This design comes from an exercise in tuning for small area, a short achievable clock period and few clock cycles on the open sky130 flow, not from production work. Only simulation tests tie the RTL to the original design; equivalence was not proved. Power figures rest on the tool's default switching activity, not on a simulated workload.

--- flow/constraint.sdc ---
create_clock -name core_clock -period 11.0 [get_ports {clk}]
set_input_delay 2.2000 -clock core_clock [delete_from_list [all_inputs] [get_ports {clk}]]
set_output_delay 2.2000 -clock core_clock [all_outputs]
set_load 0.01 [all_outputs]
--- flow/run.sh ---
#!/bin/bash
# synth_recipe.tcl (not shown) runs the flow's synth.tcl, then flattens the netlist and writes it again
# the make line also repeats each setting of config.mk as NAME=value (left out here)
make -C /OpenROAD-flow-scripts/flow DESIGN_CONFIG=/design/flow/config.mk WORK_HOME=/design/flow/orfs CLKGATE_MAP_FILE= SYNTH_SCRIPT=/design/flow/synth_recipe.tcl finish
--- flow/design.v ---
module cvu_core (
    input  wire         clk,
    input  wire         rst,
    input  wire         go,
    input  wire [1:0]   go_alg,
    input  wire         go_init,
    input  wire         go_final,
    input  wire [30:0]  go_len,
    input  wire         ctx_we,
    input  wire [3:0]   ctx_sel,
    input  wire [31:0]  ctx_wdata,
    input  wire         done_clr,
    input  wire         in_valid,
    output wire         in_ready,
    input  wire [31:0]  in_data,
    output wire         busy,
    output reg          done,
    output reg          finalised,
    output reg  [3:0]   cfg_err,
    output wire [255:0] state,
    output wire [63:0]  count
);
    localparam ALG_SHA256 = 2'd3;
    reg         busy_r;
    reg         start;       
    reg  [1:0]  alg;
    reg         ini;
    reg         fin;
    reg  [28:0] wrem;        
    reg  [1:0]  tailb;       
    reg         dl;          
    reg         rdy;         
    reg  [31:0] ib;          
    reg  [1:0]  ibnb;        
    reg         ibv;
    reg  [6:0]  c;           
    reg         tailm;       
    reg         zrot;        
    reg         p80;         
    reg         lenin;       
    reg         ph_need;     
    reg         ph_ins;      
    reg         ph_rnd;      
    reg         ph_upd;      
    reg         ph_sts;      
    reg  [31:0] st0, st1, st2, st3, st4, st5, st6, st7;
    reg  [63:0] cnt;
    reg  [31:0] va, vb, vc, vd, ve, vf, vg, vh;
    reg  [31:0] w0, w1, w2, w3, w4, w5, w6, w7;
    reg  [31:0] w8, w9, w10, w11, w12, w13, w14, w15;
    reg  [31:0] kwh;         
    reg  [31:0] kr;          
    assign busy     = busy_r;
    assign in_ready = rdy;
    assign state    = {st7, st6, st5, st4, st3, st2, st1, st0};
    assign count    = cnt;
    wire is_sha   = (alg == ALG_SHA256);
    wire sha_busy = busy_r & is_sha;
    wire crc_busy = busy_r & ~is_sha;
    wire len_z = (go_len == 31'd0);
    wire err2 = (go_len[30] & (|go_len[29:0])) | (len_z & ~go_final);
    wire err3 = (go_alg == ALG_SHA256) & ~go_final &
                ((|go_len[5:0]) | (~go_init & (|cnt[5:0])));
    wire err4 = ~go_init & finalised;
    wire [3:0] go_err = err2 ? 4'd2 : err3 ? 4'd3 : err4 ? 4'd4 : 4'd0;
    wire go_idle = go & ~busy_r;
    wire go_ok   = go_idle & ~err2 & ~err3 & ~err4;
    wire go_sha  = (go_alg == ALG_SHA256);
    wire ctx_wr  = ctx_we & ~busy_r & ~go & (ctx_sel <= 4'd9);
    wire wrem_nz = |wrem;
    wire take    = in_valid & rdy;
    wire [1:0] tnb = wrem_nz ? 2'd0 : tailb;     
    wire lastw   = ~wrem_nz | ((wrem == 29'd1) & (tailb == 2'd0));
    reg [31:0] fmt;
    always @(*) begin
        fmt = {in_data[7:0], in_data[15:8], in_data[23:16], in_data[31:24]};
        case (tnb)
            2'd1: fmt = {fmt[31:24], 24'h800000};
            2'd2: fmt = {fmt[31:16], 16'h8000};
            2'd3: fmt = {fmt[31:8], 8'h80};
            default: ;
        endcase
    end
    wire [2:0] ibn = {ibnb == 2'd0, ibnb};
    wire adv     = ~ph_need | ibv | ~dl;          
    wire ins     = ph_ins & adv;                  
    wire rnd     = ph_rnd & adv;
    wire upd     = ph_upd & adv;
    wire sha_cons = ph_need & ibv;                
    wire c_wrap  = (c == 7'd67);
    wire more    = fin ? ~lenin : (dl | ibv);     
    wire sts     = ph_sts & adv;
    wire sha_end = ph_sts & tailm & (c == 7'd2);  
    wire [6:0] c_nx   = c_wrap ? 7'd0 : c + 7'd1;
    wire       tailm_nx = c_wrap ? ~more : tailm;
    wire [63:0] bitlen = {cnt[60:0], 3'b000};
    reg  [31:0] padw;
    always @(*) begin
        if (!p80)
            padw = 32'h8000_0000;
        else if (c[3:0] == 4'd14)
            padw = bitlen[63:32];
        else if (c[3:0] == 4'd15 && lenin)
            padw = bitlen[31:0];
        else
            padw = 32'd0;
    end
    wire [31:0] ss0 = {w1[6:0], w1[31:7]} ^ {w1[17:0], w1[31:18]} ^ {3'd0, w1[31:3]};
    wire [31:0] ss1 = {w14[16:0], w14[31:17]} ^ {w14[18:0], w14[31:19]} ^ {10'd0, w14[31:10]};
    wire [31:0] sc1s = w0 ^ w9 ^ ss0;
    wire [31:0] sc1c = ((w0 & w9) | (w0 & ss0) | (w9 & ss0)) << 1;
    wire [31:0] sc2s = sc1s ^ sc1c ^ ss1;
    wire [31:0] sc2c = ((sc1s & sc1c) | (sc1s & ss1) | (sc1c & ss1)) << 1;
    wire [31:0] wsch = sc2s + sc2c;
    wire [31:0] wnew = ~ph_need ? wsch : (ibv ? ib : padw);
    reg [31:0] kc;
    always @(*) begin
        case (c[5:0])
            6'd0:  kc = 32'h428a2f98; 6'd1:   kc = 32'h71374491;
            6'd2:  kc = 32'hb5c0fbcf; 6'd3:   kc = 32'he9b5dba5;
            6'd4:  kc = 32'h3956c25b; 6'd5:   kc = 32'h59f111f1;
            6'd6:  kc = 32'h923f82a4; 6'd7:   kc = 32'hab1c5ed5;
            6'd8:  kc = 32'hd807aa98; 6'd9:   kc = 32'h12835b01;
            6'd10: kc = 32'h243185be; 6'd11:  kc = 32'h550c7dc3;
            6'd12: kc = 32'h72be5d74; 6'd13:  kc = 32'h80deb1fe;
            6'd14: kc = 32'h9bdc06a7; 6'd15:  kc = 32'hc19bf174;
            6'd16: kc = 32'he49b69c1; 6'd17:  kc = 32'hefbe4786;
            6'd18: kc = 32'h0fc19dc6; 6'd19:  kc = 32'h240ca1cc;
            6'd20: kc = 32'h2de92c6f; 6'd21:  kc = 32'h4a7484aa;
            6'd22: kc = 32'h5cb0a9dc; 6'd23:  kc = 32'h76f988da;
            6'd24: kc = 32'h983e5152; 6'd25:  kc = 32'ha831c66d;
            6'd26: kc = 32'hb00327c8; 6'd27:  kc = 32'hbf597fc7;
            6'd28: kc = 32'hc6e00bf3; 6'd29:  kc = 32'hd5a79147;
            6'd30: kc = 32'h06ca6351; 6'd31:  kc = 32'h14292967;
            6'd32: kc = 32'h27b70a85; 6'd33:  kc = 32'h2e1b2138;
            6'd34: kc = 32'h4d2c6dfc; 6'd35:  kc = 32'h53380d13;
            6'd36: kc = 32'h650a7354; 6'd37:  kc = 32'h766a0abb;
            6'd38: kc = 32'h81c2c92e; 6'd39:  kc = 32'h92722c85;
            6'd40: kc = 32'ha2bfe8a1; 6'd41:  kc = 32'ha81a664b;
            6'd42: kc = 32'hc24b8b70; 6'd43:  kc = 32'hc76c51a3;
            6'd44: kc = 32'hd192e819; 6'd45:  kc = 32'hd6990624;
            6'd46: kc = 32'hf40e3585; 6'd47:  kc = 32'h106aa070;
            6'd48: kc = 32'h19a4c116; 6'd49:  kc = 32'h1e376c08;
            6'd50: kc = 32'h2748774c; 6'd51:  kc = 32'h34b0bcb5;
            6'd52: kc = 32'h391c0cb3; 6'd53:  kc = 32'h4ed8aa4a;
            6'd54: kc = 32'h5b9cca4f; 6'd55:  kc = 32'h682e6ff3;
            6'd56: kc = 32'h748f82ee; 6'd57:  kc = 32'h78a5636f;
            6'd58: kc = 32'h84c87814; 6'd59:  kc = 32'h8cc70208;
            6'd60: kc = 32'h90befffa; 6'd61:  kc = 32'ha4506ceb;
            6'd62: kc = 32'hbef9a3f7; default: kc = 32'hc67178f2;
        endcase
    end
    wire [31:0] k1s = kr ^ w15 ^ vg;
    wire [31:0] k1c = ((kr & w15) | (kr & vg) | (w15 & vg)) << 1;
    wire [31:0] kwh_nx = k1s + k1c;
    wire [31:0] bs0 = {va[1:0], va[31:2]} ^ {va[12:0], va[31:13]} ^ {va[21:0], va[31:22]};
    wire [31:0] bs1 = {ve[5:0], ve[31:6]} ^ {ve[10:0], ve[31:11]} ^ {ve[24:0], ve[31:25]};
    wire [31:0] ch  = (ve & vf) | (~ve & vg);
    wire [31:0] mj  = (va & vb) | (va & vc) | (vb & vc);
    wire [31:0] x1s = kwh ^ ch ^ mj;
    wire [31:0] x1c = ((kwh & ch) | (kwh & mj) | (ch & mj)) << 1;
    wire [31:0] x2s = x1s ^ x1c ^ bs1;
    wire [31:0] x2c = ((x1s & x1c) | (x1s & bs1) | (x1c & bs1)) << 1;
    wire [31:0] x3s = x2s ^ x2c ^ bs0;
    wire [31:0] x3c = ((x2s & x2c) | (x2s & bs0) | (x2c & bs0)) << 1;
    wire [31:0] y1s = kwh ^ ch ^ vd;
    wire [31:0] y1c = ((kwh & ch) | (kwh & vd) | (ch & vd)) << 1;
    wire [31:0] y2s = y1s ^ y1c ^ bs1;
    wire [31:0] y2c = ((y1s & y1c) | (y1s & bs1) | (y1c & bs1)) << 1;
    reg [31:0] iva, ive;
    always @(*) begin
        case (c[1:0])
            2'd2:    begin iva = 32'ha54ff53a; ive = 32'h5be0cd19; end
            2'd3:    begin iva = 32'h3c6ef372; ive = 32'h1f83d9ab; end
            2'd0:    begin iva = 32'hbb67ae85; ive = 32'h9b05688c; end
            default: begin iva = 32'h6a09e667; ive = 32'h510e527f; end
        endcase
    end
    wire        ivsel = zrot & ini;
    wire [31:0] hua = ivsel ? iva : st3;
    wire [31:0] hue = ivsel ? ive : st7;
    wire [31:0] hva = zrot ? 32'd0 : vd;
    wire [31:0] hve = zrot ? 32'd0 : vh;
    wire [31:0] sum_a = (ph_rnd ? x3s : hua) + (ph_rnd ? x3c : hva);
    wire [31:0] sum_e = (ph_rnd ? y2s : hue) + (ph_rnd ? y2c : hve);
    wire [1:0]  csh = 2'd0 - ibnb;                
    wire [31:0] yc = (alg == 2'd2) ? {st0[15:0], 16'd0}
                                   : {st0[7:0], st0[15:8], st0[23:16], st0[31:24]};
    wire [31:0] xc = yc ^ ib;
    reg  [31:0] zc, rs;
    always @(*) begin
        case (csh)
            2'd0:    begin zc = xc;                rs = 32'd0;               end
            2'd1:    begin zc = {8'd0, xc[31:8]};  rs = {24'd0, st0[31:24]}; end
            2'd2:    begin zc = {16'd0, xc[31:16]}; rs = {16'd0, st0[31:16]}; end
            default: begin zc = {24'd0, xc[31:24]}; rs = {8'd0, st0[31:8]};   end
        endcase
    end
    wire [31:0] g32c, g32;
    wire [15:0] m16;
    wire [175:0] t_z;
    assign t_z[31:0] = zc;
    assign t_z[32] = t_z[15] ^ t_z[30];
    assign t_z[33] = t_z[26] ^ t_z[31];
    assign t_z[34] = t_z[24] ^ t_z[28];
    assign t_z[35] = t_z[23] ^ t_z[29];
    assign t_z[36] = t_z[13] ^ t_z[27];
    assign t_z[37] = t_z[14] ^ t_z[25];
    assign t_z[38] = t_z[2] ^ t_z[18];
    assign t_z[39] = t_z[4] ^ t_z[8];
    assign t_z[40] = t_z[1] ^ t_z[5];
    assign t_z[41] = t_z[6] ^ t_z[10];
    assign t_z[42] = t_z[3] ^ t_z[19];
    assign t_z[43] = t_z[9] ^ t_z[16];
    assign t_z[44] = t_z[7] ^ t_z[11];
    assign t_z[45] = t_z[12] ^ t_z[20];
    assign t_z[46] = t_z[17] ^ t_z[22];
    assign t_z[47] = t_z[21] ^ t_z[34];
    assign t_z[48] = t_z[0] ^ t_z[33];
    assign t_z[49] = t_z[32] ^ t_z[37];
    assign t_z[50] = t_z[21] ^ t_z[36];
    assign t_z[51] = t_z[32] ^ t_z[39];
    assign t_z[52] = t_z[26] ^ t_z[45];
    assign t_z[53] = t_z[0] ^ t_z[22];
    assign t_z[54] = t_z[12] ^ t_z[46];
    assign t_z[55] = t_z[3] ^ t_z[38];
    assign t_z[56] = t_z[40] ^ t_z[43];
    assign t_z[57] = t_z[6] ^ t_z[42];
    assign t_z[58] = t_z[30] ^ t_z[35];
    assign t_z[59] = t_z[36] ^ t_z[48];
    assign t_z[60] = t_z[2] ^ t_z[41];
    assign t_z[61] = t_z[33] ^ t_z[44];
    assign t_z[62] = t_z[17] ^ t_z[23];
    assign t_z[63] = t_z[7] ^ t_z[20];
    assign t_z[64] = t_z[14] ^ t_z[47];
    assign t_z[65] = t_z[25] ^ t_z[28];
    assign t_z[66] = t_z[4] ^ t_z[44];
    assign t_z[67] = t_z[15] ^ t_z[29];
    assign t_z[68] = t_z[40] ^ t_z[41];
    assign t_z[69] = t_z[24] ^ t_z[37];
    assign t_z[70] = t_z[18] ^ t_z[27];
    assign t_z[71] = t_z[1] ^ t_z[35];
    assign t_z[72] = t_z[17] ^ t_z[30];
    assign t_z[73] = t_z[27] ^ t_z[31];
    assign t_z[74] = t_z[5] ^ t_z[31];
    assign t_z[75] = t_z[15] ^ t_z[16];
    assign t_z[76] = t_z[11] ^ t_z[39];
    assign t_z[77] = t_z[9] ^ t_z[35];
    assign t_z[78] = t_z[22] ^ t_z[44];
    assign t_z[79] = t_z[21] ^ t_z[42];
    assign t_z[80] = t_z[7] ^ t_z[10];
    assign t_z[81] = t_z[9] ^ t_z[25];
    assign t_z[82] = t_z[5] ^ t_z[19];
    assign t_z[83] = t_z[16] ^ t_z[49];
    assign t_z[84] = t_z[4] ^ t_z[14];
    assign t_z[85] = t_z[13] ^ t_z[64];
    assign t_z[86] = t_z[38] ^ t_z[41];
    assign t_z[87] = t_z[43] ^ t_z[47];
    assign t_z[88] = t_z[10] ^ t_z[29];
    assign t_z[89] = t_z[19] ^ t_z[28];
    assign t_z[90] = t_z[2] ^ t_z[71];
    assign t_z[91] = t_z[48] ^ t_z[65];
    assign t_z[92] = t_z[20] ^ t_z[55];
    assign t_z[93] = t_z[39] ^ t_z[56];
    assign t_z[94] = t_z[14] ^ t_z[73];
    assign t_z[95] = t_z[34] ^ t_z[43];
    assign t_z[96] = t_z[46] ^ t_z[67];
    assign t_z[97] = t_z[11] ^ t_z[32];
    assign t_z[98] = t_z[24] ^ t_z[29];
    assign t_z[99] = t_z[30] ^ t_z[50];
    assign t_z[100] = t_z[0] ^ t_z[62];
    assign t_z[101] = t_z[8] ^ t_z[32];
    assign t_z[102] = t_z[17] ^ t_z[52];
    assign t_z[103] = t_z[18] ^ t_z[23];
    assign t_z[104] = t_z[0] ^ t_z[15];
    assign t_z[105] = t_z[1] ^ t_z[63];
    assign t_z[106] = t_z[13] ^ t_z[26];
    assign t_z[107] = t_z[49] ^ t_z[106];
    assign t_z[108] = t_z[38] ^ t_z[40];
    assign t_z[109] = t_z[12] ^ t_z[33];
    assign t_z[110] = t_z[28] ^ t_z[45];
    assign t_z[111] = t_z[25] ^ t_z[61];
    assign t_z[112] = t_z[42] ^ t_z[51];
    assign t_z[113] = t_z[54] ^ t_z[90];
    assign t_z[114] = t_z[28] ^ t_z[79];
    assign t_z[115] = t_z[60] ^ t_z[72];
    assign t_z[116] = t_z[92] ^ t_z[96];
    assign t_z[117] = t_z[8] ^ t_z[22];
    assign t_z[118] = t_z[38] ^ t_z[75];
    assign t_z[119] = t_z[47] ^ t_z[68];
    assign t_z[120] = t_z[1] ^ t_z[61];
    assign t_z[121] = t_z[6] ^ t_z[51];
    assign t_z[122] = t_z[22] ^ t_z[27];
    assign t_z[123] = t_z[42] ^ t_z[52];
    assign t_z[124] = t_z[60] ^ t_z[99];
    assign t_z[125] = t_z[2] ^ t_z[24];
    assign t_z[126] = t_z[50] ^ t_z[82];
    assign t_z[127] = t_z[6] ^ t_z[58];
    assign t_z[128] = t_z[21] ^ t_z[24];
    assign t_z[129] = t_z[57] ^ t_z[101];
    assign t_z[130] = t_z[7] ^ t_z[21];
    assign t_z[131] = t_z[1] ^ t_z[19];
    assign t_z[132] = t_z[15] ^ t_z[52];
    assign t_z[133] = t_z[1] ^ t_z[84];
    assign t_z[134] = t_z[3] ^ t_z[31];
    assign t_z[135] = t_z[10] ^ t_z[62];
    assign t_z[136] = t_z[12] ^ t_z[53];
    assign t_z[137] = t_z[13] ^ t_z[35];
    assign t_z[138] = t_z[54] ^ t_z[57];
    assign t_z[139] = t_z[104] ^ t_z[138];
    assign t_z[140] = t_z[86] ^ t_z[105];
    assign t_z[141] = t_z[5] ^ t_z[9];
    assign t_z[142] = t_z[54] ^ t_z[66];
    assign t_z[143] = t_z[0] ^ t_z[17];
    assign t_z[144] = t_z[13] ^ t_z[55];
    assign t_z[145] = t_z[57] ^ t_z[108];
    assign t_z[146] = t_z[11] ^ t_z[107];
    assign t_z[147] = t_z[8] ^ t_z[55];
    assign t_z[148] = t_z[36] ^ t_z[69];
    assign t_z[149] = t_z[43] ^ t_z[88];
    assign t_z[150] = t_z[18] ^ t_z[34];
    assign t_z[151] = t_z[18] ^ t_z[69];
    assign t_z[152] = t_z[45] ^ t_z[76];
    assign t_z[153] = t_z[59] ^ t_z[67];
    assign t_z[154] = t_z[0] ^ t_z[56];
    assign t_z[155] = t_z[49] ^ t_z[89];
    assign t_z[156] = t_z[27] ^ t_z[53];
    assign t_z[157] = t_z[17] ^ t_z[65];
    assign t_z[158] = t_z[16] ^ t_z[72];
    assign t_z[159] = t_z[26] ^ t_z[34];
    assign t_z[160] = t_z[16] ^ t_z[38];
    assign t_z[161] = t_z[29] ^ t_z[30];
    assign t_z[162] = t_z[4] ^ t_z[42];
    assign t_z[163] = t_z[31] ^ t_z[98];
    assign t_z[164] = t_z[33] ^ t_z[46];
    assign t_z[165] = t_z[3] ^ t_z[11];
    assign t_z[166] = t_z[51] ^ t_z[62];
    assign t_z[167] = t_z[10] ^ t_z[111];
    assign t_z[168] = t_z[31] ^ t_z[37];
    assign t_z[169] = t_z[20] ^ t_z[24];
    assign t_z[170] = t_z[16] ^ t_z[109];
    assign t_z[171] = t_z[26] ^ t_z[32];
    assign t_z[172] = t_z[24] ^ t_z[51];
    assign t_z[173] = t_z[31] ^ t_z[53];
    assign t_z[174] = t_z[68] ^ t_z[77];
    assign t_z[175] = t_z[35] ^ t_z[78];
    assign g32c[0] = t_z[91] ^ t_z[112] ^ t_z[113];
    assign g32c[1] = t_z[58] ^ t_z[59] ^ t_z[92] ^ t_z[93];
    assign g32c[2] = t_z[93] ^ t_z[94] ^ t_z[114] ^ t_z[115];
    assign g32c[3] = t_z[41] ^ t_z[66] ^ t_z[74] ^ t_z[95] ^ t_z[116];
    assign g32c[4] = t_z[61] ^ t_z[117] ^ t_z[118] ^ t_z[119];
    assign g32c[5] = t_z[27] ^ t_z[95] ^ t_z[120] ^ t_z[121];
    assign g32c[6] = t_z[23] ^ t_z[26] ^ t_z[56] ^ t_z[80] ^ t_z[112] ^ t_z[122];
    assign g32c[7] = t_z[68] ^ t_z[81] ^ t_z[97] ^ t_z[98] ^ t_z[122] ^ t_z[123];
    assign g32c[8] = t_z[23] ^ t_z[45] ^ t_z[66] ^ t_z[91] ^ t_z[124];
    assign g32c[9] = t_z[66] ^ t_z[83] ^ t_z[100] ^ t_z[125] ^ t_z[126];
    assign g32c[10] = t_z[20] ^ t_z[38] ^ t_z[82] ^ t_z[84] ^ t_z[127];
    assign g32c[11] = t_z[63] ^ t_z[74] ^ t_z[128] ^ t_z[129];
    assign g32c[12] = t_z[28] ^ t_z[43] ^ t_z[90] ^ t_z[102] ^ t_z[129] ^ t_z[130];
    assign g32c[13] = t_z[36] ^ t_z[47] ^ t_z[80] ^ t_z[81] ^ t_z[103] ^ t_z[131] ^ t_z[132];
    assign g32c[14] = t_z[45] ^ t_z[50] ^ t_z[97] ^ t_z[133] ^ t_z[134] ^ t_z[135];
    assign g32c[15] = t_z[74] ^ t_z[76] ^ t_z[85] ^ t_z[118] ^ t_z[136];
    assign g32c[16] = t_z[56] ^ t_z[69] ^ t_z[137] ^ t_z[139];
    assign g32c[17] = t_z[39] ^ t_z[100] ^ t_z[107] ^ t_z[140];
    assign g32c[18] = t_z[37] ^ t_z[47] ^ t_z[58] ^ t_z[70] ^ t_z[141] ^ t_z[142];
    assign g32c[19] = t_z[4] ^ t_z[68] ^ t_z[143] ^ t_z[144];
    assign g32c[20] = t_z[14] ^ t_z[66] ^ t_z[145];
    assign g32c[21] = t_z[8] ^ t_z[40] ^ t_z[46] ^ t_z[63] ^ t_z[91] ^ t_z[127];
    assign g32c[22] = t_z[4] ^ t_z[7] ^ t_z[25] ^ t_z[70] ^ t_z[87] ^ t_z[139];
    assign g32c[23] = t_z[45] ^ t_z[74] ^ t_z[80] ^ t_z[101] ^ t_z[144];
    assign g32c[24] = t_z[6] ^ t_z[8] ^ t_z[87] ^ t_z[113] ^ t_z[146];
    assign g32c[25] = t_z[49] ^ t_z[54] ^ t_z[59] ^ t_z[77] ^ t_z[80] ^ t_z[147];
    assign g32c[26] = t_z[11] ^ t_z[38] ^ t_z[54] ^ t_z[148] ^ t_z[149];
    assign g32c[27] = t_z[12] ^ t_z[42] ^ t_z[135] ^ t_z[146] ^ t_z[150];
    assign g32c[28] = t_z[19] ^ t_z[151] ^ t_z[152] ^ t_z[153];
    assign g32c[29] = t_z[50] ^ t_z[52] ^ t_z[154] ^ t_z[155];
    assign g32c[30] = t_z[1] ^ t_z[20] ^ t_z[59] ^ t_z[60] ^ t_z[64] ^ t_z[96];
    assign g32c[31] = t_z[44] ^ t_z[47] ^ t_z[55] ^ t_z[71] ^ t_z[83] ^ t_z[156];
    assign g32[0] = t_z[2] ^ t_z[8] ^ t_z[27] ^ t_z[34] ^ t_z[83] ^ t_z[109];
    assign g32[1] = t_z[3] ^ t_z[43] ^ t_z[153] ^ t_z[157];
    assign g32[2] = t_z[0] ^ t_z[70] ^ t_z[88] ^ t_z[133] ^ t_z[158] ^ t_z[159];
    assign g32[3] = t_z[19] ^ t_z[29] ^ t_z[73] ^ t_z[97] ^ t_z[108] ^ t_z[157];
    assign g32[4] = t_z[48] ^ t_z[57] ^ t_z[110] ^ t_z[160] ^ t_z[161];
    assign g32[5] = t_z[50] ^ t_z[105] ^ t_z[158] ^ t_z[162] ^ t_z[163];
    assign g32[6] = t_z[5] ^ t_z[39] ^ t_z[46] ^ t_z[70] ^ t_z[128] ^ t_z[132];
    assign g32[7] = t_z[6] ^ t_z[9] ^ t_z[53] ^ t_z[65] ^ t_z[103] ^ t_z[126];
    assign g32[8] = t_z[14] ^ t_z[19] ^ t_z[41] ^ t_z[63] ^ t_z[71] ^ t_z[117] ^ t_z[159];
    assign g32[9] = t_z[35] ^ t_z[43] ^ t_z[45] ^ t_z[61] ^ t_z[64];
    assign g32[10] = t_z[2] ^ t_z[85] ^ t_z[88] ^ t_z[164];
    assign g32[11] = t_z[22] ^ t_z[35] ^ t_z[70] ^ t_z[83] ^ t_z[165];
    assign g32[12] = t_z[12] ^ t_z[48] ^ t_z[89] ^ t_z[166];
    assign g32[13] = t_z[8] ^ t_z[18] ^ t_z[20] ^ t_z[36] ^ t_z[154] ^ t_z[163];
    assign g32[14] = t_z[37] ^ t_z[87] ^ t_z[115] ^ t_z[131];
    assign g32[15] = t_z[116] ^ t_z[167];
    assign g32[16] = t_z[23] ^ t_z[38] ^ t_z[76] ^ t_z[104] ^ t_z[114] ^ t_z[168];
    assign g32[17] = t_z[53] ^ t_z[67] ^ t_z[93] ^ t_z[123];
    assign g32[18] = t_z[4] ^ t_z[9] ^ t_z[40] ^ t_z[100] ^ t_z[124] ^ t_z[169];
    assign g32[19] = t_z[78] ^ t_z[119] ^ t_z[147] ^ t_z[168];
    assign g32[20] = t_z[9] ^ t_z[34] ^ t_z[39] ^ t_z[57] ^ t_z[58] ^ t_z[78] ^ t_z[94];
    assign g32[21] = t_z[5] ^ t_z[10] ^ t_z[26] ^ t_z[27] ^ t_z[63] ^ t_z[77] ^ t_z[84] ^ t_z[125];
    assign g32[22] = t_z[5] ^ t_z[14] ^ t_z[21] ^ t_z[60] ^ t_z[165] ^ t_z[170];
    assign g32[23] = t_z[3] ^ t_z[6] ^ t_z[24] ^ t_z[36] ^ t_z[75] ^ t_z[142];
    assign g32[24] = t_z[5] ^ t_z[7] ^ t_z[59] ^ t_z[160] ^ t_z[166];
    assign g32[25] = t_z[12] ^ t_z[81] ^ t_z[143] ^ t_z[145] ^ t_z[171];
    assign g32[26] = t_z[59] ^ t_z[140] ^ t_z[162];
    assign g32[27] = t_z[40] ^ t_z[45] ^ t_z[79] ^ t_z[111] ^ t_z[172];
    assign g32[28] = t_z[20] ^ t_z[53] ^ t_z[85] ^ t_z[121] ^ t_z[141];
    assign g32[29] = t_z[15] ^ t_z[69] ^ t_z[130] ^ t_z[173] ^ t_z[174];
    assign g32[30] = t_z[1] ^ t_z[23] ^ t_z[28] ^ t_z[41] ^ t_z[44] ^ t_z[94] ^ t_z[136];
    assign g32[31] = t_z[58] ^ t_z[120] ^ t_z[148];
    assign m16[0] = t_z[52] ^ t_z[76] ^ t_z[89] ^ t_z[156];
    assign m16[1] = t_z[40] ^ t_z[50] ^ t_z[77] ^ t_z[110];
    assign m16[2] = t_z[22] ^ t_z[60] ^ t_z[85] ^ t_z[161];
    assign m16[3] = t_z[49] ^ t_z[134] ^ t_z[175];
    assign m16[4] = t_z[23] ^ t_z[170] ^ t_z[172];
    assign m16[5] = t_z[13] ^ t_z[25] ^ t_z[46] ^ t_z[48] ^ t_z[82] ^ t_z[95] ^ t_z[152];
    assign m16[6] = t_z[18] ^ t_z[37] ^ t_z[50] ^ t_z[102] ^ t_z[174];
    assign m16[7] = t_z[19] ^ t_z[36] ^ t_z[64] ^ t_z[78] ^ t_z[86] ^ t_z[171];
    assign m16[8] = t_z[8] ^ t_z[37] ^ t_z[42] ^ t_z[73] ^ t_z[75] ^ t_z[110] ^ t_z[175];
    assign m16[9] = t_z[51] ^ t_z[87] ^ t_z[102] ^ t_z[137];
    assign m16[10] = t_z[46] ^ t_z[74] ^ t_z[99] ^ t_z[149] ^ t_z[151];
    assign m16[11] = t_z[11] ^ t_z[41] ^ t_z[103] ^ t_z[155] ^ t_z[164];
    assign m16[12] = t_z[7] ^ t_z[35] ^ t_z[39] ^ t_z[75] ^ t_z[150] ^ t_z[173];
    assign m16[13] = t_z[8] ^ t_z[17] ^ t_z[19] ^ t_z[24] ^ t_z[25] ^ t_z[56] ^ t_z[58];
    assign m16[14] = t_z[33] ^ t_z[72] ^ t_z[81] ^ t_z[86] ^ t_z[169];
    assign m16[15] = t_z[70] ^ t_z[79] ^ t_z[167];
    wire [15:0] q16 = m16 ^ ((csh == 2'd3) ? {st0[7:0], 8'd0} : 16'd0);
    wire [31:0] crc_nx = (alg == 2'd0) ? (g32c ^ rs) :
                         (alg == 2'd1) ? (g32 ^ rs) : {16'd0, q16};
    wire crc_end = crc_busy & ~dl;
    wire crc_ini = crc_busy & start & ini;
    wire job_end = sha_end | crc_end;
    wire dl_nx    = dl & ~(take & lastw);
    wire ibv_nx   = take | (ibv & ~crc_busy & ~ph_need);
    wire need_nx  = adv ? (~tailm_nx & ((c_nx < 7'd16))) : ph_need;
    wire rdy_nx   = ~job_end & dl_nx & (~is_sha | ~ibv_nx | need_nx);
    always @(posedge clk) begin
        if (rst) begin
            busy_r    <= 1'b0;
            start     <= 1'b0;
            rdy       <= 1'b0;
            ibv       <= 1'b0;
            ph_need   <= 1'b0;
            ph_ins    <= 1'b0;
            ph_rnd    <= 1'b0;
            ph_upd    <= 1'b0;
            ph_sts    <= 1'b0;
            done      <= 1'b0;
            finalised <= 1'b0;
            cfg_err   <= 4'd0;
        end else begin
            if (done_clr)
                done <= 1'b0;
            start <= 1'b0;
            if (go_idle) begin
                cfg_err <= go_err;
                busy_r  <= go_ok;
                start   <= go_ok;
                rdy     <= go_ok & ~len_z;
                ibv     <= 1'b0;
                ph_need <= 1'b0;
                ph_ins  <= 1'b0;
                ph_rnd  <= 1'b0;
                ph_upd  <= go_ok & go_sha;
                ph_sts  <= go_ok & go_sha;
            end else if (busy_r) begin
                rdy <= rdy_nx;
                ibv <= ibv_nx;
                if (sha_busy && adv) begin
                    ph_need <= ~tailm_nx & (c_nx < 7'd16);
                    ph_ins  <= ~tailm_nx & (c_nx < 7'd64);
                    ph_rnd  <= (c_nx >= 7'd2) & (c_nx <= 7'd65);
                    ph_upd  <= (c_nx >= 7'd66) | (c_nx <= 7'd1);
                    ph_sts  <= (c_nx >= 7'd66) | (c_nx <= 7'd2);
                end
                if (job_end) begin
                    busy_r    <= 1'b0;
                    done      <= 1'b1;
                    finalised <= fin;
                    ph_need   <= 1'b0;
                    ph_ins    <= 1'b0;
                    ph_rnd    <= 1'b0;
                    ph_upd    <= 1'b0;
                    ph_sts    <= 1'b0;
                end
            end
            if (ctx_wr)
                finalised <= 1'b0;
        end
    end
    always @(posedge clk) begin
        if (go_idle) begin
            alg   <= go_alg;
            ini   <= go_init;
            fin   <= go_final;
            wrem  <= go_len[30:2];
            tailb <= go_len[1:0];
            dl    <= ~len_z;
            c     <= 7'd66;
            tailm <= 1'b0;
            zrot  <= 1'b1;
            p80   <= 1'b0;
            lenin <= 1'b0;
        end else begin
            if (take) begin
                ib   <= fmt;
                ibnb <= tnb;
                dl   <= ~lastw;
                if (wrem_nz) wrem  <= wrem - 29'd1;
                else         tailb <= 2'd0;
            end
            if (sha_busy && adv) begin
                c     <= c_nx;
                tailm <= tailm_nx;
                if (c == 7'd1)
                    zrot <= 1'b0;
                if (ph_need) begin
                    if (ibv) begin
                        if (ibnb != 2'd0) p80 <= 1'b1;
                    end else if (!p80) begin
                        p80 <= 1'b1;
                    end else if (c[3:0] == 4'd14) begin
                        lenin <= 1'b1;
                    end
                end
            end
        end
    end
    always @(posedge clk) begin
        if (ins) begin
            w0 <= w1;   w1 <= w2;   w2 <= w3;   w3 <= w4;
            w4 <= w5;   w5 <= w6;   w6 <= w7;   w7 <= w8;
            w8 <= w9;   w9 <= w10;  w10 <= w11; w11 <= w12;
            w12 <= w13; w13 <= w14; w14 <= w15; w15 <= wnew;
        end
        if (sha_busy && adv) begin
            kwh <= kwh_nx;
            kr  <= kc;
        end
    end
    always @(posedge clk) begin
        if (rnd | upd) begin
            va <= sum_a; vb <= va; vc <= vb; vd <= vc;
            ve <= sum_e; vf <= ve; vg <= vf; vh <= vg;
        end
    end
    always @(posedge clk) begin
        if (rst) begin
            st0 <= 32'd0; st1 <= 32'd0; st2 <= 32'd0; st3 <= 32'd0;
            st4 <= 32'd0; st5 <= 32'd0; st6 <= 32'd0; st7 <= 32'd0;
            cnt <= 64'd0;
        end else begin
            if (ctx_wr) begin
                case (ctx_sel)
                    4'd0: st0 <= ctx_wdata;
                    4'd1: st1 <= ctx_wdata;
                    4'd2: st2 <= ctx_wdata;
                    4'd3: st3 <= ctx_wdata;
                    4'd4: st4 <= ctx_wdata;
                    4'd5: st5 <= ctx_wdata;
                    4'd6: st6 <= ctx_wdata;
                    4'd7: st7 <= ctx_wdata;
                    4'd8: cnt[31:0]  <= ctx_wdata;
                    default: cnt[63:32] <= ctx_wdata;
                endcase
            end
            if (start && ini)
                cnt <= 64'd0;
            if ((crc_busy && ibv) || sha_cons)
                cnt <= cnt + {61'd0, ibn};
            if (sts) begin
                st0 <= va; st1 <= st0; st2 <= st1; st3 <= st2;
                st4 <= ve; st5 <= st4; st6 <= st5; st7 <= st6;
            end
            if (crc_ini) begin
                st0 <= (alg == 2'd2) ? 32'h0000_FFFF : 32'hFFFF_FFFF;
                st1 <= 32'd0; st2 <= 32'd0; st3 <= 32'd0;
                st4 <= 32'd0; st5 <= 32'd0; st6 <= 32'd0; st7 <= 32'd0;
            end
            if (crc_busy && ibv)
                st0 <= crc_nx;
        end
    end
endmodule
--- flow/config.mk ---
export PLATFORM = sky130hd
export DESIGN_NAME = cvu_core
export DESIGN_NICKNAME = cvu_core
export VERILOG_FILES = /design/flow/design.v
export SDC_FILE = /design/flow/constraint.sdc
export NUM_CORES = 4
export LEC_CHECK = 0
export CAP_MARGIN = 20
export CORE_MARGIN = 2
export CORE_UTILIZATION = 55
export CTS_CLUSTER_DIAMETER = 60
export CTS_CLUSTER_SIZE = 20
export PLACE_DENSITY = 0.7
export SETUP_SLACK_MARGIN = 5
export SLEW_MARGIN = 20
==> results.txt, run 1 <==
status=timing/DRC/antenna clean; total wire length=~320000 µm; minimum clock period=~5900 ps; Slew Limit Headroom=10.56%; boundary pin count=437; critical path launch point type=flip-flop; mapped cell area=71530 µm²; drt drc=0; Die Y=364.6 µm; full die area=133000 µm²; sequential-to-total area share from yosys stat=47.52%; design area=81440 µm²; hold_sp=w13[2]; pre-CTS setup slack=4935 ps; crit end category=flip-flop; max FFs per register=64; Gate Count Post-Synth=6583; routed vias=59830; Post-synth EDFFs=around 900; final setup margin=about 5100 ps; pwr dens=about 170 nW/µm²; flops & latches, synth=1247; antenna violations before repair=37; Tot GR Track Use=47.37%; Cell Rows=between 100 and 150; most frequent cells in the layout=edfxtp_1, nand2_1, xnor2_1; unique cell type count in the Yosys netlist=100; ANT nets after route=0; Final Setup Violations=0; FMAX=between 0.15 and 0.2 GHz; Peak VDD IR=0.0001594 V; Final HPWL DP=about 240000 µm; Die Width=364.6 µm; RSZ-0062 raised after global routing=true; vias in the first global route=55950; YS warnings=1; gp weighted congestion=1.079; Final #Nets=7341; Vias per Instance=6.879; predominant post-synthesis flop cell=edfxtp_1; critical path start-end classification=reg -> reg; clk latency of the worst-skew pair=790 ps; I/O Buffers=435; clock-pin slew on the worst setup and hold paths=90 ps; # H-tree levels=3; critical path fanouts, max=11; GRT Residual Overflow=0; Clock Tree Root=clkbuf_16; TritonCTS clock tree=done; DR iter-0 viols=10150; placed cell area=77700 µm²; Min-Delay Path Class=reg -> reg; fraction of the cycle the final worst path needs=between 50% and 60%; Req. time, crit path=11490 ps; Slew @ Worst Pin=1328 ps; Most flops, register=cnt; Max Cap Viol=0; top cells by area, synth=edfxtp_1, dfxtp_1, xnor2_1; Lkg Pwr=28.85 nW; syn_nets=~7100; Max Slew Vio Count=0; Synth area leader=edfxtp_1; CTS max path bufs=3; final hold vios=0; syn avg cell area=10.87 µm²; area delta synth->final=13.85%; TritonRoute pass-1 iters=10; Final Skew=86.56 ps; Worst setup startpoint=c[1]; Core Box Area=129300 µm²; TNS Setup=0 ps; commonest non-fill, non-tap cell in the layout=edfxtp_1; total CTS buffers=104; Final Non-Filler Cells=a little under 9000; Critical Path AT=6440 ps; first-pass GRT wire length=between 400000 and 500000 µm; largest net degree at the start of global routing=196; critical register-to-register path startpoint=c[1]; post-synthesis async set-or-reset flop share=0%; clock sinks=1247; Routed wire per std cell=36.91 µm; share of the synthesized area in the top cell type=approximately 38%; layout cells sized above 1=7.213%; placed cell count=around 8500; starting density of the core=a little under three fifths; # hold bufs at CTS=0
==> critical path, cell delays in order (launching register included) <==
cell and delay (ps):
dfxtp_1 310, inv_1 430, ha_1 250, buf_4 290, inv_1 300, nor2_1 990, a21oi_1 130, o21ai_0 290
ha_1 390, o21a_1 230, o21a_1 170, o32a_1 230, a41oi_1 430, o211ai_1 160, nand4_1 120, nand2_1 100
nor3_1 270, o41a_1 280, o21ai_0 130, xor2_1 150
==> metal layers <==
| layer | vias to the layer above | global-route usage (%) | part of all wire (%) |
|---|---|---|---|
| met2 | 5261 | 68.28 | 42 |
| li1 | 24160 | - | - |
| met5 | - | 1.307 | 0.13 |
| met3 | 1304 | 18.19 | 14 |
| met4 | 26 | 35.46 | 9.3 |
| met1 | 29080 | 57.44 | 34 |
==> through the flow <==
stage          utilization (%)  hold slack, ps  total power [mW]
2_1_floorplan                -           400.3             8.271
3_3_place_gp             60.08           400.3             10.15
3_5_place_dp             60.09           404.5             10.17
4_1_cts                  62.82           417.1             14.04
5_1_grt                  62.93           425.0             14.52
6_report                 62.98           419.3             14.24
==> power by group <==
| group | internal (mW) | leakage (nW) | total, mW | switching (mW) |
|---|---|---|---|---|
| sequential | 5.30 | 11.0 | 5.71 | 0.405 |
| combinational | 1.74 | 16.1 | 4.59 | 2.85 |
| clock | 1.92 | 1.74 | 3.94 | 2.03 |
==> synth_stat cells (29+ instances only) <==
master	n
a211oi_1	113
a21o_1	56
a21oi_1	464
a222oi_1	29
a22oi_1	195
a31oi_1	60
and2_1	50
and3_1	32
buf_1	47
clkbuf_1	371
dfxtp_1	345
edfxtp_1	902
fa_1	249
ha_1	148
inv_1	223
maj3_1	30
mux2_2	33
mux2i_1	149
nand2_1	679
nand2b_1	70
nand3_1	87
nor2_1	359
nor2b_1	32
nor3_1	82
o211ai_1	37
o21a_1	35
o21ai_0	420
o31ai_1	46
xnor2_1	617
xnor3_1	30
xor2_1	185
==> final timing paths <==
check                end  slack (ps)  cells past startpoint
setup / recovery  ve[31]        5050                     19
hold / removal    w12[2]         420                      0
setup reg to reg  ve[31]        5050                     19
hold reg to reg   w12[2]         420                      0
==> cells by family after synthesis <==
| group | share of synthesized area (%) |
|---|---|
| DFF | 47.52 |
| xor gates and xnor gates | 11.32 |
| and+or+nand+nor | 9.351 |
| other | 0.005242 |
| buffers and inverters | 3.633 |
| AOI/OAI and AO/OA | 14.99 |
| adders and majority gates | 9.977 |
| muxes | 3.203 |
==> repair_timing <==
item,CTS,global route
resized for setup,3,10
buffers inserted,0,5
setup endpoints to repair,3,10
==> cell type report <==
cell class              instances  area (µm²)
flip-flops and latches       1247       34000
clock buffers                 116        2700
well taps                    1742        2180
inverters                     227       854.6
diodes                         38       95.09
repair buffers                589        5553
clock inverters                73       830.8
multi-input cells            4666       35230
fillers                      9895       47880
Testbench counts, summed over its fixed seeds: cycles 37,894.
==> run 2: changes to the inputs <==
==> flow/flow/run.sh (new file) <==
#!/bin/bash
# The standard layout (standard.sh) with two changes to how it is made:
# ORFS's timing repair aims for 8 ns of setup slack on the design's clock
# (repair_timing -setup_margin 8) and works on the worst 5% of endpoints, and
# the port buffers are buf_2 cells. ORFS writes each step's log under
# orfs/logs; make's own output goes to standard_flow.log.
set -euo pipefail
bash standard.sh SETUP_SLACK_MARGIN=8 TNS_END_PERCENT=5 \
    "BUFFER_PORTS_ARGS=-buffer_cell sky130_fd_sc_hd__buf_2" finish > standard_flow.log 2>&1
==> flow/standard.sh (new file) <==
#!/bin/bash
# synth_recipe.tcl (not shown) runs the flow's synth.tcl, then flattens the netlist and writes it again
# the make line also repeats each setting of config.mk as NAME=value (left out here)
make -C /OpenROAD-flow-scripts/flow DESIGN_CONFIG=/design/flow/config.mk WORK_HOME=/design/flow/orfs CLKGATE_MAP_FILE= SYNTH_SCRIPT=/design/flow/synth_recipe.tcl "${@:-finish}"
--- a/flow/config.mk
+++ b/flow/config.mk
@@ -13,3 +13,2 @@
 export PLACE_DENSITY = 0.7
-export SETUP_SLACK_MARGIN = 5
 export SLEW_MARGIN = 20
removed: flow/run.sh
==> run 2 against run 1 <==
Effect of this change: still clean; combinational power up 14%; core utilization is 4.6 points higher; fmax rose by 13%; non-clock buffer count grew 417; sequential cell count unchanged; critical path depth decreased by 1; hold slack worse by 6.6 ps; critical path type unchanged; largest power group unchanged.
==> results.txt, run 2 <==
status=timing/DRC/antenna clean (unchanged); Core Box Area=129300 µm² (unchanged); flops & latches, synth=1247 (unchanged); Die Y=364.6 µm (unchanged); most frequent cells in the layout=edfxtp_1, nand2_1, xnor2_1 (unchanged); Peak VDD IR=0.0001402 V (was 0.0001594 V); fraction of the cycle the final worst path needs=47.97% (was 54.07%); CTS max path bufs=3 (unchanged); gp weighted congestion=1.129 (was 1.079); Max Slew Vio Count=0 (unchanged); I/O Buffers=435 (unchanged); DR iter-0 viols=10160 (was 10150); minimum clock period=5276 ps (was 5947 ps); ANT nets after route=0 (unchanged); critical path fanouts, max=5 (was 11); placed cell count=8438 (was 8465); area delta synth->final=22.23% (was 13.85%); Min-Delay Path Class=reg -> reg (unchanged); total CTS buffers=106 (was 104); power share of the sequential group=37.6% (was 40.1%); final hold vios=0 (unchanged); Die Width=364.6 µm (unchanged); first-pass GRT wire length=439800 µm (was 436800 µm); Most flops, register=cnt (unchanged); internal power=9.534 mW (was 8.955 mW); mapped cell area=71530 µm² (unchanged); clock-pin slew on the worst setup and hold paths=100 ps (was 90 ps); Clock power frac=27.5% (was 27.7%); RSZ-0062 raised after global routing=true (unchanged); most common cell in the netlist=edfxtp_1 (unchanged); Critical Path AT=5800 ps (was 6440 ps); worst hold-check slack=412.7 ps (was 419.3 ps); crit end category=flip-flop (unchanged); boundary pin count=437 (unchanged); sequential-to-total area share from yosys stat=47.52% (unchanged); syn avg cell area=10.87 µm² (unchanged); critical path start-end classification=reg -> reg (unchanged); predominant post-synthesis flop cell=edfxtp_1 (unchanged); Vias per Instance=6.770 (was 6.879); unique cell type count in the Yosys netlist=100 (unchanged); # hold bufs at CTS=0 (unchanged); routed vias=61730 (was 59830); clock sinks=1247 (unchanged); antenna violations before repair=51 (was 37); Req. time, crit path=11530 ps (was 11490 ps); GRT Residual Overflow=0 (unchanged); Cell Rows=132 (unchanged); Final Non-Filler Cells=9118 (was 8698); Slew @ Worst Pin=1261 ps (was 1328 ps); Routed wire per std cell=36.17 µm (was 36.91 µm); Synth area leader=edfxtp_1 (unchanged); drt drc=0 (unchanged); combinational share of power=34.9% (was 32.2%); net switching power=5.508 mW (was 5.284 mW); pwr dens=172.0 nW/µm² (was 174.8 nW/µm²); starting density of the core=55.32% (unchanged); top cells by area, synth=edfxtp_1, dfxtp_1, xnor2_1 (unchanged); max FFs per register=64 (unchanged); Final Setup Violations=0 (unchanged); share of the synthesized area in the top cell type=37.86% (unchanged); FMAX=0.1895 GHz (was 0.1681 GHz); Final #Nets=7766 (was 7341); largest net degree at the start of global routing=174 (was 196); Clock Tree Root=clkbuf_16 (unchanged); clk latency of the worst-skew pair=770 ps (was 790 ps); total wire length=329800 µm (was 321000 µm); sw frac=36.62% (was 37.11%); Post-synth EDFFs=902 (unchanged); Post-synth top cells=edfxtp_1, nand2_1, xnor2_1 (unchanged); Max Cap Viol=0 (unchanged); post-synthesis async set-or-reset flop share=0% (unchanged); TritonRoute pass-1 iters=10 (unchanged); Slew Limit Headroom=15.93% (was 10.56%); Tot GR Track Use=47.68% (was 47.37%); vias in the first global route=57280 (was 55950); Final HPWL DP=230500 µm (was 238000 µm); commonest non-fill, non-tap cell in the layout=edfxtp_1 (unchanged); TNS Setup=0 ps (unchanged); syn_nets=7089 (unchanged); Final Skew=54.00 ps (was 86.56 ps); Gate Count Post-Synth=6583 (unchanged); # H-tree levels=3 (unchanged); Filler Cell Count=9462 (was 9895); Lkg Pwr=33.03 nW (was 28.85 nW); critical path launch point type=flip-flop (unchanged); YS warnings=1 (unchanged); TritonCTS clock tree=done (unchanged); layout cells sized above 1=25.03% (was 7.213%); full die area=133000 µm² (unchanged); register area=34020 µm² (was 34000 µm²); area of the multi-input gates=39080 µm² (was 35230 µm²)
-- run 2: path summary, 6_finish.rpt --
kind,endpoint,slack [ps],start,depth (start not counted)
worst min register to register,w5[29],410,w6[29],0
worst min-delay path,w5[29],410,w6[29],0
worst max register to register,va[28],5720,ve[2],18
worst max-delay path,va[28],5720,ve[2],18
-- run 2: metrics by stage --
stage / power (mW) / area (µm²) / utilization, % / setup WS (ps)
after CTS: 14.63 / 85130 / 65.83 / 5909
after global placement: 9.902 / 75370 / 58.29 / 4988
after global routing: 15.36 / 87390 / 67.57 / 5586
after floorplan: 8.276 / 71640 / - / 6173
final: 15.04 / 87440 / 67.61 / 5724
after detailed placement: 9.914 / 75370 / 58.29 / 4785
-- run 2: logic make-up (layout without fill, tap and decap cells) --
| kind of cell | Yosys count | in the layout | synth area share [%] |
|---|---|---|---|
| AOI/OAI and AO/OA | 1681 | 1683 | 14.99 |
| and+or+nand+nor | 1503 | 1506 | 9.351 |
| DFF | 1247 | 1247 | 47.52 |
| xor gates and xnor gates | 853 | 853 | 11.32 |
| buffers and inverters | 670 | 1426 | 3.633 |
| adders and majority gates | 427 | 427 | 9.977 |
| muxes | 201 | 201 | 3.203 |
| other | 1 | 33 | 0.005242 |
-- run 2: metal layers --
| metal | wire (µm) | global-route usage (%) | up-vias |
|---|---|---|---|
| met4 | 30380 | 33.96 | 38 |
| met5 | 314 | 0.4720 | - |
| met2 | 136000 | 66.57 | 5212 |
| li1 | - | - | 25030 |
| met1 | 113000 | 59.19 | 30070 |
| met3 | 50120 | 20.28 | 1383 |
-- run 2: repair_timing --
item | 4_1_cts | 5_1_grt
setup buffers | 341 | 99
cloned | 14 | 0
resized for setup | 547 | 297
pin swaps | 201 | 165
endpoints found under the hold margin | 0 | 0
setup endpoints to repair | 1346 | 1459
-- run 2: worst max-delay path: stages (launching register included) --
cell and delay [ps]:
edfxtp_1 480, buf_4 180, buf_4 170, xnor2_1 360, xnor2_2 210, fa_1 570, inv_1 50, fa_1 480
mux2i_1 70, ha_1 410, and4_1 230, a221oi_2 300, a21o_1 300, nand3_4 170, a41o_4 280, o41ai_4 390
o21bai_1 120, a21oi_1 190, xnor2_1 80
-- run 2: final cells by class --
cell class / instances / share of cell area [%]
well taps: 1742 / 2.493
flip-flops and latches: 1247 / 38.90
repair inverters: 1 / 0.005724
diodes: 32 / 0.09158
inverters: 227 / 1.000
clock inverters: 71 / 1.022
clock buffers: 121 / 3.254
multi-input cells: 4671 / 44.70
repair buffers: 1006 / 8.530
-- run 2: power by group through the flow --
stage               Sequential [mW]  Clock [mW]  Combinational [mW]
finish                         5.66        4.14                5.25
CTS                            5.63        4.10                4.90
global placement               5.76           0                4.14
global route                   5.65        4.28                5.43
floorplan                      5.60           0                2.67
detailed placement             5.77           0                4.15
==> run 3: changes to the inputs <==
--- a/flow/config.mk
+++ b/flow/config.mk
@@ -12,2 +12,3 @@
 export CTS_CLUSTER_SIZE = 20
+export GPL_TIMING_DRIVEN = 1
 export PLACE_DENSITY = 0.7
==> run 3 against run 2 <==
Effect of this change: global-route usage is the same; clock-buffer cell count did not move; clock skew did not move; cell count is the same; clock power about the same; highest routed layer unchanged; critical path depth unchanged; largest cell class unchanged; register-to-register slack about the same; area after synthesis unchanged.
==> results.txt, run 3 <==
largest family of logic cells by synthesized area=compound AO/OA/AOI/OAI gates (unchanged); clock-pin slew on the worst setup and hold paths=100 ps (about the same); TritonCTS clock tree=done (unchanged); TritonRoute pass-1 iters=10 (unchanged); Max stage delay cell, worst path=fa_1 (unchanged); Worst setup startpoint=ve[2] (unchanged); placed cell area=75370 µm² (unchanged); simple-gate share of the synthesized area=9.351% (unchanged); Max Cap Viol=0 (unchanged); drt drc=0 (unchanged); unique cell type count in the Yosys netlist=100 (unchanged); final setup margin=5724 ps (unchanged); DR iter-0 viols=10160 (unchanged); most common cell in the netlist=edfxtp_1 (unchanged); Die Y=364.6 µm (unchanged); YS warnings=1 (unchanged); pre-CTS setup slack=4785 ps (unchanged); Max Slew Vio Count=0 (unchanged); max FFs per register=64 (unchanged); critical register-to-register path startpoint=ve[2] (unchanged); sequential-to-total area share from yosys stat=47.52% (unchanged); boundary pin count=437 (unchanged); predominant post-synthesis flop cell=edfxtp_1 (unchanged); Req. time, crit path=11530 ps (about the same); fraction of the cycle the final worst path needs=47.97% (unchanged); Core Box Area=129300 µm² (unchanged); Slew Limit Headroom=15.93% (unchanged); syn avg cell area=10.87 µm² (unchanged); final hold vios=0 (unchanged); pwr dens=172.0 nW/µm² (unchanged); largest net degree at the start of global routing=174 (unchanged); Post-Synth Adder-Cell Area=9.977% (unchanged); # hold bufs at CTS=0 (unchanged); total wire length=329800 µm (unchanged); GRT Max-Usage Layer=met2 (unchanged); clock sinks=1247 (unchanged); Tot GR Track Use=47.68% (unchanged); Final Setup Violations=0 (unchanged); Vias per Instance=6.770 (unchanged); post-synthesis async set-or-reset flop share=0% (unchanged); Final #Nets=7766 (unchanged); I/O Buffers=435 (unchanged); area delta synth->final=22.23% (unchanged); status=timing/DRC/antenna clean (unchanged); final core utilization=67.61% (unchanged); crit path cell chain=buf_4 -> buf_4 -> xnor2_1 -> xnor2_2 -> fa_1 -> inv_1 -> fa_1 -> mux2i_1 -> ha_1 -> and4_1 -> a221oi_2 -> a21o_1 -> nand3_4 -> a41o_4 -> o41ai_4 -> o21bai_1 -> a21oi_1 -> xnor2_1 (unchanged); critical path launch point type=flip-flop (unchanged); Final Skew=54.00 ps (unchanged); gp weighted congestion=1.129 (unchanged); Reg2Reg Depth=18 (unchanged); layout cells sized above 1=25.03% (unchanged); crit end category=flip-flop (unchanged); Synth Area in XOR/XNOR=11.32% (unchanged); minimum clock period=5276 ps (unchanged); # H-tree levels=3 (unchanged); CP max stage delay=570 ps (about the same); Slew @ Worst Pin=1261 ps (unchanged); Gate Count Post-Synth=6583 (unchanged); Lkg Pwr=33.03 nW (unchanged); ANT nets after route=0 (unchanged); Die Width=364.6 µm (unchanged); Min-Delay Path Class=reg -> reg (unchanged); syn_nets=7089 (unchanged); Clock Tree Root=clkbuf_16 (unchanged); Most flops, register=cnt (unchanged); GRT Residual Overflow=0 (unchanged); Post-synth EDFFs=902 (unchanged); vias in the first global route=57280 (unchanged); WHS Path Cells=0 (unchanged); CTS max path bufs=3 (unchanged); Critical Path AT=5800 ps (about the same); share of the synthesized area in the top cell type=37.86% (unchanged); post-synthesis compound-gate area fraction=14.99% (unchanged); antenna violations before repair=51 (unchanged); first-pass GRT wire length=439800 µm (unchanged); critical path fanouts, max=5 (unchanged); clk latency of the worst-skew pair=770 ps (about the same); commonest non-fill, non-tap cell in the layout=edfxtp_1 (unchanged); critical path start-end classification=reg -> reg (unchanged); flops & latches, synth=1247 (unchanged); mux share of post-synthesis cell area=3.203% (unchanged); top cells by area, synth=edfxtp_1, dfxtp_1, xnor2_1 (unchanged); Post-synth top cells=edfxtp_1, nand2_1, xnor2_1 (unchanged); Peak VDD IR=0.0001402 V (unchanged); most frequent cells in the layout=edfxtp_1, nand2_1, xnor2_1 (unchanged); worst hold-check slack=412.7 ps (unchanged); FMAX=0.1895 GHz (unchanged); GR Layer Usage met1=59.19% (unchanged); Routed wire per std cell=36.17 µm (unchanged); hold_sp=w6[29] (unchanged); RSZ-0062 raised after global routing=true (unchanged); full die area=133000 µm² (unchanged); routed vias=61730 (unchanged); Final HPWL DP=230500 µm (unchanged); Synth area leader=edfxtp_1 (unchanged); TNS Setup=0 ps (unchanged); met3 usage=20.28% (unchanged); met2 Use GR=66.57% (unchanged); total CTS buffers=106 (unchanged); mapped cell area=71530 µm² (unchanged); starting density of the core=55.32% (unchanged); Cell Rows=132 (unchanged); design area=87440 µm² (unchanged)
==> run 3: cell counts after synthesis <==
No cell type changed its count.
==> run 3: layer usage <==
metal  up-vias  part of all wire [%]
li1      25030                     -
met1     30070                    34
met2      5212                    41
met3      1383                    15
met4        38                   9.2
met5         -                 0.095
==> run 3: what timing repair did <==
| action | in CTS | in global routing |
|---|---|---|
| setup endpoints to repair | 1346 | 1459 |
| gates cloned | 14 | 0 |
| resized for setup | 547 | 297 |
| pin swaps | 201 | 165 |
| buffers inserted | 341 | 99 |
==> run 3: cell families after synthesis <==
group / after synthesis
flip-flops: 1247
multiplexers: 201
XOR/XNOR: 853
other: 1
adder cells (fa/ha/maj): 427
AND/OR/NAND/NOR: 1503
AO/OA/AOI/OAI: 1681
buffers and inverters: 670
==> run 3: worst paths after layout <==
kind,endpoint,slack [ps]
worst max-delay path,va[28],5720
worst min-delay path,w5[29],410
worst max register to register,va[28],5720
worst min register to register,w5[29],410
==> run 3: per-stage QoR <==
step | cells | power (mW)
2_1_floorplan | 6583 | 8.276
6_report | 9118 | 15.04
5_1_grt | 9098 | 15.36
3_3_place_gp | 8438 | 9.902
4_1_cts | 8985 | 14.63
3_5_place_dp | 8438 | 9.914
==> run 3: final cells by class <==
cell class / instances / area (µm²)
fill: 9462 / 41880
multi-input combinational: 4671 / 39080
sequential: 1247 / 34020
timing repair buffer: 1006 / 7458
clock buffer: 121 / 2845
tap: 1742 / 2180
clock inverter: 71 / 893.4
inverter: 227 / 874.6
antenna: 32 / 80.08
timing repair inverter: 1 / 5.005
==> run 3: worst max-delay path, delay by kind of cell, from the launching register on <==
| kind | cells | cell delay (ps) |
|---|---|---|
| multiplexers | 1 | 70 |
| buffers and inverters | 3 | 400 |
| adder cells (fa/ha/maj) | 3 | 1460 |
| AO/OA/AOI/OAI | 6 | 1580 |
| flip-flops | 1 | 480 |
| XOR/XNOR | 3 | 650 |
| AND/OR/NAND/NOR | 2 | 400 |
==> run 3: report_power, final <==
group	internal, mW	total (mW)	switching (mW)
logic	2.14	5.25	3.11
registers	5.30	5.66	0.358
clock network	2.09	4.14	2.04
total	9.53	15.0	5.51
==> run 4: changes to the inputs <==
==> flow/flow/run.sh (replaced) <==
#!/bin/bash
# The standard layout (standard.sh) with two changes to how it is made:
# ORFS's timing repair aims for 8 ns of setup slack on the design's clock
# (repair_timing -setup_margin 8) and works on the worst 10% of endpoints, and
# the port buffers are buf_2 cells. ORFS writes each step's log under
# orfs/logs; make's own output goes to standard_flow.log.
set -euo pipefail
bash standard.sh SETUP_SLACK_MARGIN=8 TNS_END_PERCENT=10 \
    "BUFFER_PORTS_ARGS=-buffer_cell sky130_fd_sc_hd__buf_2" finish > standard_flow.log 2>&1
--- a/flow/config.mk
+++ b/flow/config.mk
@@ -9,7 +9,6 @@
 export CORE_MARGIN = 2
-export CORE_UTILIZATION = 55
+export CORE_UTILIZATION = 62
 export CTS_CLUSTER_DIAMETER = 60
 export CTS_CLUSTER_SIZE = 20
-export GPL_TIMING_DRIVEN = 1
-export PLACE_DENSITY = 0.7
+export PLACE_DENSITY = 0.75
 export SLEW_MARGIN = 20
==> run 4 against run 3 <==
Effect of this change: the run now fails in 5_1_grt; synthesized cell count unchanged; area after synthesis unchanged.
==> results.txt, run 4 <==
Cell Rows=124 (was 132); flops & latches, synth=1247 (unchanged); error msg=[ERROR GRT-0232] Routing congestion too high. Check the congestion heatmap in the GUI.; starting density of the core=62.56% (was 55.32%); # hold bufs at CTS=0 (unchanged); placed cell area=75010 µm² (was 75370 µm²); syn_nets=7089 (unchanged); Die Width=343.7 µm (was 364.6 µm); mapped cell area=71530 µm² (unchanged); worst setup endpoint GRT=va[29]$_DFFE_PP_/D; syn avg cell area=10.87 µm² (unchanged); predominant post-synthesis flop cell=edfxtp_1 (unchanged); boundary pin count=437 (unchanged); share of the synthesized area in the top cell type=37.86% (unchanged); placed cell count=8203 (was 8438); largest net degree at the start of global routing=93; I/O Buffers=435 (unchanged); CTS max path bufs=3 (unchanged); Final HPWL DP=230300 µm (was 230500 µm); status=stopped before the end (was timing/DRC/antenna clean); total CTS buffers=100 (was 106); Synth area leader=edfxtp_1 (unchanged); unique cell type count in the Yosys netlist=100 (unchanged); # H-tree levels=3 (unchanged); pre-CTS setup slack=4976 ps (was 4785 ps); clock sinks=1247 (unchanged); YS warnings=1 (unchanged); failing step=5_1_grt; most common cell in the netlist=edfxtp_1 (unchanged); sequential-to-total area share from yosys stat=47.52% (unchanged); GRT Residual Overflow=121; gp weighted congestion=1.137 (was 1.129); Post-synth EDFFs=902 (unchanged); Die Y=343.7 µm (was 364.6 µm); Tot GR Track Use=73.70%; top cells by area, synth=edfxtp_1, dfxtp_1, xnor2_1 (unchanged); WEP type=register data pin; Clock Tree Root=clkbuf_16 (unchanged); Gate Count Post-Synth=6583 (unchanged); Post-synth top cells=edfxtp_1, nand2_1, xnor2_1 (unchanged); post-synthesis async set-or-reset flop share=0% (unchanged)
## run 4: cell counts after synthesis
Identical to the previous run, type by type.
## run 4: power by group through the flow
| stage | combinational [mW] | clock [mW] | sequential (mW) |
|---|---|---|---|
| CTS | 5.18 | 3.89 | 5.63 |
| global placement | 4.03 | 0 | 5.75 |
| detailed placement | 4.09 | 0 | 5.77 |
| floorplan | 2.67 | 0 | 5.60 |
## run 4: what timing repair did
action / in CTS
endpoints found under the setup margin: 1410
pin swaps: 371
gates resized for setup: 882
cloned: 22
setup buffers: 425
## run 4: worst min path at each step
| stage | from | endpoint | slack (ps) | cells after the start |
|---|---|---|---|---|
| after detailed placement | w11[11] | w10[11] | 400 | 0 |
| after global placement | w7[12] | w6[12] | 400 | 0 |
| after floorplan | w11[0] | w10[0] | 400 | 0 |
| after CTS | w8[22] | w7[22] | 400 | 0 |
## run 4: cells by family after synthesis
logic type,Yosys count,share of synthesized area [%]
multiplexers,201,3.203
buffers and inverters,670,3.633
adder cells (fa/ha/maj),427,9.977
other,1,0.005242
AO/OA/AOI/OAI,1681,14.99
XOR/XNOR,853,11.32
flip-flops,1247,47.52
AND/OR/NAND/NOR,1503,9.351
## run 4: routing by layer
layer / track usage, % / GRT overflow
met3: 60.57 / 5
met4: 68.91 / 50
met1: 74.59 / 12
met5: 38.18 / 0
met2: 88.59 / 54
## run 4: stage by stage
step	power, mW	hold slack (ps)
after floorplan	8.276	400.3
after global placement	9.784	400.3
after detailed placement	9.863	404.5
after CTS	14.70	403.8
==> run 5: changes to the inputs <==
==> flow/flow/run.sh (replaced) <==
#!/bin/bash
# The standard layout (standard.sh) with two changes to how it is made:
# ORFS's timing repair aims for 8 ns of setup slack on the design's clock
# (repair_timing -setup_margin 8) and works on the worst 2% of endpoints, and
# the port buffers are buf_2 cells. ORFS writes each step's log under
# orfs/logs; make's own output goes to standard_flow.log.
set -euo pipefail
bash standard.sh SETUP_SLACK_MARGIN=8 TNS_END_PERCENT=2 \
    "BUFFER_PORTS_ARGS=-buffer_cell sky130_fd_sc_hd__buf_2" finish > standard_flow.log 2>&1
--- a/flow/config.mk
+++ b/flow/config.mk
@@ -9,6 +9,6 @@
 export CORE_MARGIN = 2
-export CORE_UTILIZATION = 62
+export CORE_UTILIZATION = 55
 export CTS_CLUSTER_DIAMETER = 60
 export CTS_CLUSTER_SIZE = 20
-export PLACE_DENSITY = 0.75
+export PLACE_DENSITY = 0.7
 export SLEW_MARGIN = 20
==> run 5 against run 4 <==
Effect of this change: the run now finishes clean; synthesized cell count did not move; area after synthesis did not move.
==> results.txt, run 5 <==
fraction of the cycle the final worst path needs=between 40% and 50%; most common cell in the netlist=edfxtp_1 (unchanged); total wire length=318800 µm; Gate Count Post-Synth=6583 (unchanged); starting density of the core=55.32% (was 62.56%); total CTS buffers=106 (was 100); antenna violations before repair=44; mapped cell area=71530 µm² (unchanged); crit end category=flip-flop; YS warnings=1 (unchanged); area delta synth->final=17.09%; power share of the sequential group=about two fifths; largest net degree at the start of global routing=174; layout cells sized above 1=between 20% and 30%; max FFs per register=64; status=timing/DRC/antenna clean (was stopped before the end); Clock power frac=28.3%; R2R setup slack=5750 ps; internal power=between 9 and 10 mW; Min-Delay Path Class=reg -> reg; ANT nets after route=0; Max Slew Vio Count=0; unique cell type count in the Yosys netlist=100 (unchanged); share of the synthesized area in the top cell type=37.86% (unchanged); Clock Tree Root=clkbuf_16 (unchanged); Slew @ Worst Pin=1207 ps; Vias per Instance=6.723; Final HPWL DP=230500 µm (was 230300 µm); pwr dens=between 150 and 200 nW/µm²; critical path start-end classification=reg -> reg; Most flops, register=cnt; critical path fanouts, max=3; net switching power=5.296 mW; TNS Setup=0 ps; worst hold-check slack=416.5 ps; vias in the first global route=55440; TritonCTS clock tree=done; Tot GR Track Use=46.27%; Post-synth EDFFs=902 (unchanged); flops & latches, synth=1247 (unchanged); DR iter-0 viols=between 9000 and 10000; CTS max path bufs=3 (unchanged); Peak VDD IR=0.0001394 V; clock sinks=1247 (unchanged); Core Box Area=129300 µm²; syn avg cell area=10.87 µm² (unchanged); sw frac=36.42%; Routed wire per std cell=between 30 and 40 µm; Critical Path AT=5790 ps; Req. time, crit path=11540 ps; Final Setup Violations=0; gp weighted congestion=1.129 (was 1.137); post-synthesis async set-or-reset flop share=0% (unchanged); full die area=133000 µm²; Die Y=364.6 µm (was 343.7 µm); commonest non-fill, non-tap cell in the layout=edfxtp_1; I/O Buffers=435 (unchanged); Slew Limit Headroom=19.55%; Synth area leader=edfxtp_1 (unchanged); boundary pin count=437 (unchanged); Lkg Pwr=31.40 nW; first-pass GRT wire length=426900 µm; routed vias=around 60000; FMAX=0.1905 GHz; final core utilization=64.77%; combinational share of power=32.9%; RSZ-0062 raised after global routing=true; final hold vios=0; clock-pin slew on the worst setup and hold paths=80 ps; clk latency of the worst-skew pair=780 ps; critical path launch point type=flip-flop
## run 5: power groups by stage
stage / Combinational (mW) / Clock [mW] / Sequential (mW)
CTS: 4.52 / 4.10 / 5.63
finish: 4.78 / 4.11 / 5.65
detailed placement: 4.15 / 0 / 5.77
floorplan: 2.67 / 0 / 5.60
global placement: 4.14 / 0 / 5.76
global route: 4.96 / 4.27 / 5.65
## run 5: cells by family after synthesis
| logic type | share of synthesized area, % |
|---|---|
| simple gates | 9.351 |
| mux | 3.203 |
| compound gates | 14.99 |
| xor+xnor | 11.32 |
| other cells | 0.005242 |
| buf+inv | 3.633 |
| flops | 47.52 |
| fa+ha+maj | 9.977 |
## run 5: path summary, 6_finish.rpt
check,startpoint,cells after the start,endpoint
hold reg to reg,w13[9],0,w12[9]
setup reg to reg,ve[2],18,va[30]
setup / recovery,ve[2],18,va[30]
hold / removal,w13[9],0,w12[9]
## run 5: timing repair
action                                  4_1_cts  5_1_grt
pin swaps                                    74      113
cloned                                        7        0
setup buffers                               178       84
resized for setup                           272      209
endpoints found under the setup margin     1346     1457
hold buffers                                  0        0
## run 5: stage by stage
| step | area [µm²] | total power, mW | setup slack [ps] | std cells |
|---|---|---|---|---|
| 4_1_cts | 82050 | 14.25 | 5904 | 8815 |
| 3_3_place_gp | 75370 | 9.902 | 4988 | 8438 |
| 3_5_place_dp | 75370 | 9.914 | 4785 | 8438 |
| 5_1_grt | 83740 | 14.88 | 5666 | 8910 |
| 2_1_floorplan | 71640 | 8.276 | 6173 | 6583 |
| 6_report | 83760 | 14.54 | 5751 | 8917 |
## run 5: final cells by class
class / count / area [µm²]
multi-input combinational: 4669 / 37400
fill: 9953 / 45560
inverter: 227 / 879.6
timing repair buffer: 821 / 5488
clock buffer: 121 / 2845
clock inverter: 71 / 893.4
tap: 1742 / 2180
antenna: 18 / 45.04
sequential: 1247 / 34020
timing repair inverter: 1 / 5.005
## run 5: critical path: stages (launching register included)
cell and delay [ps]:
edfxtp_1 480, mux2_4 350, fa_1 500, fa_1 510, inv_1 50, fa_1 480, mux2i_1 80, ha_1 350
nor2b_2 170, o21ai_2 160, a21boi_2 90, o211ai_1 270, a21o_1 310, nand3_4 170, a41o_4 270, o41ai_4 390
o2111ai_2 150, a21oi_2 160, xnor2_1 80
## run 5: metal layers
| layer | vias to the layer above | GRT usage, % | routed length, µm | share of wire [%] |
|---|---|---|---|---|
| li1 | 24610 | - | - | - |
| met1 | 29360 | 59.07 | 112000 | 35 |
| met2 | 4818 | 65.38 | 132400 | 42 |
| met3 | 1139 | 17.82 | 47840 | 15 |
| met4 | 30 | 30.33 | 26400 | 8.3 |
| met5 | - | 0 | 180 | 0.056 |

Re-timed with assumed drivers on the ports (clkbuf_16 on the clock, buf_2 on other inputs), run 5 has 5.751 ns of setup slack against 5.751 ns with ideal ports, and 5.731 ns once port delays also move by the mid clock arrival of 0.844 ns.
